This is an optimization exercise on Yosys and OpenROAD, whose aim is small area, a short achievable clock period and few clock cycles per item, not a production implementation.
RTL that was checked went through simulation tests only; none was proved equivalent to the original.

Setup of JK:
// qg_screen_lane
module qg_screen_lane (
    input  wire         clk,
    input  wire         rst,
    input  wire         in_valid,
    output wire         in_ready,
    input  wire [1:0]   in_fmt,         
    input  wire         in_grey3,       
    input  wire         in_two_rowsets,
    input  wire [7:0]   in_p0,          
    input  wire [7:0]   in_ph,          
    input  wire [7:0]   in_pv,          
    input  wire [7:0]   in_phv,         
    input  wire [15:0]  in_gain,        
    input  wire [111:0] in_theta,       
    input  wire [15:0]  in_mask,        
    input  wire [8:0]   in_share,       
    input  wire         in_zone,        
    input  wire [10:0]  in_k,           
    input  wire [10:0]  in_s,           
    input  wire [11:0]  in_dots2_map,   
    output reg          out_valid,
    output reg  [2:0]   out_logical,
    output reg  [2:0]   out_level,
    output reg          out_rowset,
    output reg          out_pick_b,
    output reg          out_clip
);
clock: 48.0 ns
lec_check: 0
cap_margin: 20
core_margin: 2
core_utilization: 60
cts_buf_list: sky130_fd_sc_hd__clkbuf_8
place_density: 0.75
slew_margin: 20
standard.sh (not shown) runs the stock make flow with config.mk's settings and CLKGATE_MAP_FILE= SYNTH_SCRIPT=/design/flow/synth_recipe.tcl, a recipe that flattens the netlist after the stock synthesis.
==> flow/flow/run.sh <==
#!/bin/bash
# The standard layout (standard.sh), with these changes:
#  - synthesis (flow/synth.tcl): the standard script, but Yosys's generic
#    ABC pass inside synth is skipped (-noabc), so that the full adders
#    written in the RTL are extracted without inverters around them, and the
#    final ABC mapping uses flow/abc.script;
#  - ports get buf_1 buffers;
#  - repair_timing aims at a slack of SETUP_SLACK_MARGIN below the 48 ns
#    clock, i.e. at the period the design can reach.
# make's output goes to standard.log; ORFS keeps each step's log in orfs/logs.
set -euo pipefail
W=$PWD
bash standard.sh finish SYNTH_SCRIPT=$W/flow/synth.tcl SYNTH_ARGS=-noabc \
  "BUFFER_PORTS_ARGS=-buffer_cell sky130_fd_sc_hd__buf_1" \
  SETUP_SLACK_MARGIN=37.3 > $W/standard.log 2>&1
==> flow/flow/abc.script <==
strash
dch
map -D 6000
buffer
upsize -D 6000
dnsize -D 6000
stime -p
==> flow/flow/synth.tcl <==
# synth_recipe.tcl with ABC's script swapped for flow/abc.script.
proc synth {args} { yosys synth -nofsm -noshare {*}$args }
set ::my_flow_dir [file dirname [file normalize [info script]]]
proc abc {args} {
  set i [lsearch -exact $args -script]
  if {$i >= 0} { set args [lreplace $args $i [expr {$i + 1}] -script $::my_flow_dir/abc.script] }
  set i [lsearch -exact $args -D]
  if {$i >= 0} { set args [lreplace $args $i [expr {$i + 1}]] }
  yosys abc {*}$args
}
source $::env(SCRIPTS_DIR)/synth.tcl
# left out here: clear keep_hierarchy, flatten, clean up, hide names made inside functions, write 1_2_yosys.v
Input-level comparison between MS and JK:
--- a/flow/design.v
+++ b/flow/design.v
@@ -38,14 +38,26 @@
                 for (i = 0; i < 16; i = i + 2 * w) begin
                     g[i] = g[i + w] | (~l[i + w] & g[i]);
                     l[i] = l[i + w] | (~g[i + w] & l[i]);
                 end
             gt16 = g[0];
         end
     endfunction
+    function gt16r;
+        input [15:0] a;
+        input [15:0] b;
+        integer i;
+        reg c;
+        begin
+            c = 1'b0;
+            for (i = 0; i < 16; i = i + 1)
+                c = (a[i] & ~b[i]) | (a[i] & c) | (~b[i] & c);
+            gt16r = c;
+        end
+    endfunction
     function [2:0] count7;
         input [6:0] f;
         begin
             case (f)
                 7'd0: count7 = 3'd0;
                 7'd1: count7 = 3'd1;
                 7'd2: count7 = 3'd1;
@@ -288,15 +300,25 @@
     assign {us_c_72, us_s_71} = {1'b0, us_c_64} + {1'b0, us_s_69} + {1'b0, us_c_66};
     wire us_c_74, us_s_73;
     assign {us_c_74, us_s_73} = {1'b0, s1_us[37]} + {1'b0, s1_us[38]} + {1'b0, us_c_70};
     wire [11:0] us_x = {1'b0, s1_us[39], us_c_72, us_c_68, us_c_62, us_c_56, us_c_50, us_c_44, us_s_43, us_s_37, s1_us[4], s1_us[0]};
     wire [11:0] us_y = {1'b0, us_c_74, us_s_73, us_s_71, us_s_67, us_s_61, us_s_55, us_s_49, 1'b0, 1'b0, us_s_33, s1_us[1]};
     wire [11:0] up_sum = us_x + us_y;
     wire [9:0]  u      = up_sum[11:2];
-    wire [9:0]  t_hi   = u + {8'd0, u[9:8]};
+    wire [10:0] th_c;
+    wire [9:0]  t_hi;
+    assign th_c[0] = 1'b0;
+    genvar m;
+    generate
+        for (m = 0; m < 10; m = m + 1) begin : thr
+            wire addend = (m == 0) ? u[8] : (m == 1) ? u[9] : 1'b0;
+            assign t_hi[m]    = u[m] ^ addend ^ th_c[m];
+            assign th_c[m+1]  = (u[m] & addend) | (u[m] & th_c[m]) | (addend & th_c[m]);
+        end
+    endgenerate
     wire [15:0] t      = {t_hi, u[7:2]};
     wire [15:0] tm     = {u, u[7:2]};
     wire [18:0] gx = {2'b00, s1_gain, 1'b0};
     genvar j;
     generate
         for (j = 0; j < 9; j = j + 1) begin : booth
             wire b0 = gx[2*j], b1 = gx[2*j+1], b2 = gx[2*j+2];
@@ -635,15 +657,15 @@
     wire [15:0] e_sat  = e_full | {16{clip}};      
     wire [6:0]  use_k  = {{4{s1_grey3}}, 3'b111};
     wire [6:0]  gt_t, gt_e;
     genvar k;
     generate
         for (k = 0; k < 7; k = k + 1) begin : cmp
             wire [15:0] th = s1_theta[16*k +: 16];
-            assign gt_t[k] = use_k[k] & gt16(t, th);
+            assign gt_t[k] = use_k[k] & gt16r(t, th);
             assign gt_e[k] = use_k[k] & gt16(e_sat, th);
         end
     endgenerate
     wire [10:0] pk_pp [0:7];
     genvar i;
     generate
         for (i = 0; i < 8; i = i + 1) begin : pkrow
@@ -824,16 +846,22 @@
     assign {pk_c_566, pk_s_565} = {1'b0, pk_pp[6][10]} + {1'b0, pk_pp[7][9]} + {1'b0, ~s1_k[8]};
     wire pk_c_568, pk_s_567;
     assign {pk_c_568, pk_s_567} = {1'b0, pk_c_560} + {1'b0, pk_s_565} + {1'b0, pk_c_562};
     wire pk_c_570, pk_s_569;
     assign {pk_c_570, pk_s_569} = {1'b0, pk_pp[7][10]} + {1'b0, ~s1_k[9]} + {1'b0, pk_c_566};
     wire [19:0] pk_x = {1'b1, pk_c_570, pk_c_568, pk_c_564, pk_c_558, pk_c_550, pk_c_540, pk_c_528, pk_c_514, pk_c_498, pk_c_482, pk_hc_466, pk_c_450, pk_s_449, pk_c_424, pk_s_423, pk_c_406, pk_s_405, pk_s_399, pk_s_395};
     wire [19:0] pk_y = {1'b0, 1'b1, pk_s_569, pk_s_567, pk_s_563, pk_s_557, pk_s_549, pk_s_539, pk_s_527, pk_s_513, pk_s_497, pk_s_481, pk_h_465, 1'b0, pk_h_435, 1'b0, pk_h_413, 1'b0, 1'b0, 1'b0};
-    wire [19:0] pk_sum = pk_x + pk_y;
-    wire        pick   = s1_zone & pk_sum[19];
+    wire [19:0] pk_c;
+    assign pk_c[0] = 1'b0;
+    generate
+        for (m = 0; m < 19; m = m + 1) begin : pkc
+            assign pk_c[m+1] = (pk_x[m] & pk_y[m]) | (pk_x[m] & pk_c[m]) | (pk_y[m] & pk_c[m]);
+        end
+    endgenerate
+    wire        pick   = s1_zone & (pk_x[19] ^ pk_y[19] ^ pk_c[19]);
     always @(posedge clk) begin
         if (rst) out_valid <= 1'b0;
         else     out_valid <= s1_valid;
         out_rowset <= s1_rowset;
         out_pick_b <= pick;
         if (s1_dotsfmt) begin
             out_logical <= s1_dots;
--- outcome ---
MS vs. JK: met3 layer usage reported by global route now sits higher, overall global routing resource usage dropped 1.8 points, instance area at placement went down, maximum frequency now sits lower. Between JK and MS, the final count of hold timing violations figures differ only marginally. Changes observed in MS relative to JK: worst endpoint required time down 40 ps. The synthesized cell count in MS was lower than what JK gave. Re utilization: JK and MS aren't equal, and the lower value belongs to JK. Share of final layout cell area taken by non-clock buffers delta for MS relative to JK: 0.66 points higher. Compared with JK, MS ends up with less cell area.
Testbench counts of MS, summed over its fixed seeds: cycles 40,008, items 40,000.
For JK, only the layout was checked, not whether the RTL still works.

## afterwards: timing with drivers on the ports
The results above use ideal ports. As a check the final layouts listed here were re-extracted and re-timed, cells and wires unchanged.
Step 1: set_driving_cell puts a clkbuf_16 on clk and a buf_2 on each other input, an assumption about the parent block.
Step 2 also shifts input and output timing later by t, the mid clock arrival at the registers, as if the neighbouring blocks saw the same clock.
Slacks: ideal / step 1 / step 2; pairs: ideal / step 1.
run | t, ns | slack for setup (ns) | slew at the worst register clock pin (ns) | worst data-port slew with drivers (ns) | pins driven straight from the clock port
JK | 0.637 | 37.252 / 37.252 / 36.790 | 0.07 / 0.07 | 0.07 | 1
MS | 0.625 | 37.101 / 37.101 / 36.910 | 0.07 / 0.07 | 0.06 | 1
After both steps every run listed still meets setup and hold. The setup slack of JK, which loses most, moves by 0.000 ns with the drivers and by -0.462 ns with both steps.
